This is an optimization exercise on Yosys and OpenROAD, whose aim is small area, a short achievable clock period and few clock cycles per item, not a production implementation.
The RTL was checked by simulation tests, not by an equivalence proof against the original design.

Setup of v36:
## cmp_coder
module cmp_coder (
    input  wire        clk,
    input  wire        rst,         
    input  wire [1:0]  cfg_fmt,     
    input  wire [1:0]  cfg_type,    
    input  wire        cfg_pred,    
    input  wire [2:0]  cfg_e,       
    input  wire        in_valid,
    output wire        in_ready,
    input  wire [15:0] in_pix,
    input  wire        in_last,
    output reg         out_valid,
    input  wire        out_ready,
    output reg  [31:0] out_data,
    output reg         out_last,
    output wire [15:0] res_len,     
    output wire [15:0] res_npix,    
    output wire [31:0] res_crc      
);
clock: 55.0 ns
lec_check: 0
cap_margin: 20
core_margin: 2
core_utilization: 55
slew_margin: 20
standard.sh (not shown) runs the stock make flow with config.mk's settings and CLKGATE_MAP_FILE= SYNTH_SCRIPT=/design/flow/synth_recipe.tcl, a recipe that flattens the netlist after the stock synthesis.
==> flow/flow/run.sh <==
#!/bin/bash
set -uo pipefail
export SETUP_SLACK_MARGIN=43
export CTS_ARGS="-sink_clustering_enable -repair_clock_nets -sink_clustering_size 34 -sink_clustering_max_diameter 80 -dont_use_dummy_load -distance_between_buffers 400 -branching_point_buffers_distance 400"
bash standard.sh > standard.log 2>&1
v36: no failed stages, no open violations at the end
Testbench counts of v36, summed over its fixed seeds: cycles 138,779, pixels 137,713.
What v31 does differently from v36 at the input level:
==> flow/run.sh (new file) <==
#!/bin/bash
# synth_recipe.tcl (not shown) runs the flow's synth.tcl, then flattens the netlist and writes it again
# the make line also repeats each setting of config.mk as NAME=value (left out here)
make -C /OpenROAD-flow-scripts/flow DESIGN_CONFIG=/design/flow/config.mk WORK_HOME=/design/flow/orfs CLKGATE_MAP_FILE= SYNTH_SCRIPT=/design/flow/synth_recipe.tcl finish
diff --git a/flow/config.mk b/flow/config.mk
--- a/flow/config.mk
+++ b/flow/config.mk
@@ -10,0 +11,2 @@
+export CTS_CLUSTER_DIAMETER = 80
+export CTS_CLUSTER_SIZE = 34
removed: flow/flow/run.sh
removed: flow/standard.sh
--- outcome ---
- v36 vs v31, critical path launch point: npix[12] vs out_ready
- Between v31 and v36, the flip-flop and latch share of the layout cell area figures differ only marginally.
- For v36, the type of the worst setup path was reg -> out, unlike v31, where it was in -> reg.
- Of v31 and v36, the run reporting the lower critical path depth was v36.
Changes in v28 relative to v31:
==> flow/flow/run.sh (new file) <==
#!/bin/bash
set -uo pipefail
export SETUP_SLACK_MARGIN=43
bash standard.sh > standard.log 2>&1
==> flow/standard.sh (new file) <==
#!/bin/bash
# synth_recipe.tcl (not shown) runs the flow's synth.tcl, then flattens the netlist and writes it again
# the make line also repeats each setting of config.mk as NAME=value (left out here)
make -C /OpenROAD-flow-scripts/flow DESIGN_CONFIG=/design/flow/config.mk WORK_HOME=/design/flow/orfs CLKGATE_MAP_FILE= SYNTH_SCRIPT=/design/flow/synth_recipe.tcl "${@:-finish}"
removed: flow/run.sh
## What came out
Die area came out exactly the same in v28 and v31. v28 against v31: non-clock buffer count rose 79; slew at the pin with the worst max-slew slack shrank by 0.011 ns; global-route wire length before repair now larger. Path type of the worst setup path: in -> reg -> v31, reg -> out -> v28. Changes observed in v28 relative to v31: synthesis-to-layout area growth moved up, maximum fanout along the worst path moved down, final cell count moved up, hold slack level.
Setup changes, v28 to v7
diff --git a/flow/flow/run.sh b/flow/flow/run.sh
--- a/flow/flow/run.sh
+++ b/flow/flow/run.sh
@@ -3,0 +4 @@
+export CTS_ARGS="-sink_clustering_enable -repair_clock_nets -sink_clustering_size 30 -sink_clustering_max_diameter 60 -dont_use_dummy_load -balance_levels"
diff --git a/flow/config.mk b/flow/config.mk
--- a/flow/config.mk
+++ b/flow/config.mk
@@ -11,2 +10,0 @@
-export CTS_CLUSTER_DIAMETER = 80
-export CTS_CLUSTER_SIZE = 34
@@ -13,0 +12 @@
+export TNS_END_PERCENT = 25
Notes after the runs:
Summary — highest clock frequency the design can meet, v7 relative to v28: higher, by 0.00044 GHz.
v7 vs. v28: via density per instance saw an increase; cell area saw a decrease; number of clock buffers inserted by TritonCTS saw an increase; final cell utilization of the core saw a decrease.
Compared v7 vs v28, and clock-pin slew reported for the worst setup and hold paths after clock tree synthesis is down in v7.
| routed wire length | v7 vs v28 | about 0.4% higher |

separate check: timing with driven ports:
In the flow no input, the clock included, has a driving cell. The finished layouts below were timed again as built, in two steps.
Step 1: set_driving_cell puts a clkbuf_16 on clk and a buf_2 on each other input, an assumption about the parent block.
Step 2 adds t to the input delays and takes it off the output delays; t is the mean of the earliest and latest rising clock arrival at the registers after step 1. Input paths then give back, and output paths get back, about the clock's delay inside the block.
Slacks: ideal / step 1 / step 2; pairs: ideal / step 1.
run	t (ns)	setup WS [ns]	hold WS [ns]	pins driven straight from the clock port
v36	0.676	42.758 / 42.691 / 42.653	0.391 / 0.391 / 0.391	1
v31	0.691	42.235 / 42.211 / 41.582	0.423 / 0.423 / 0.423	1
v28	0.693	42.731 / 42.665 / 42.653	0.424 / 0.424 / 0.424	1
v7	0.639	42.796 / 42.733 / 42.510	0.393 / 0.393 / 0.393	1
After both steps setup and hold are still met in every run listed. The setup slack of v31, which loses most, moves by -0.024 ns with the drivers and by -0.653 ns with both steps.
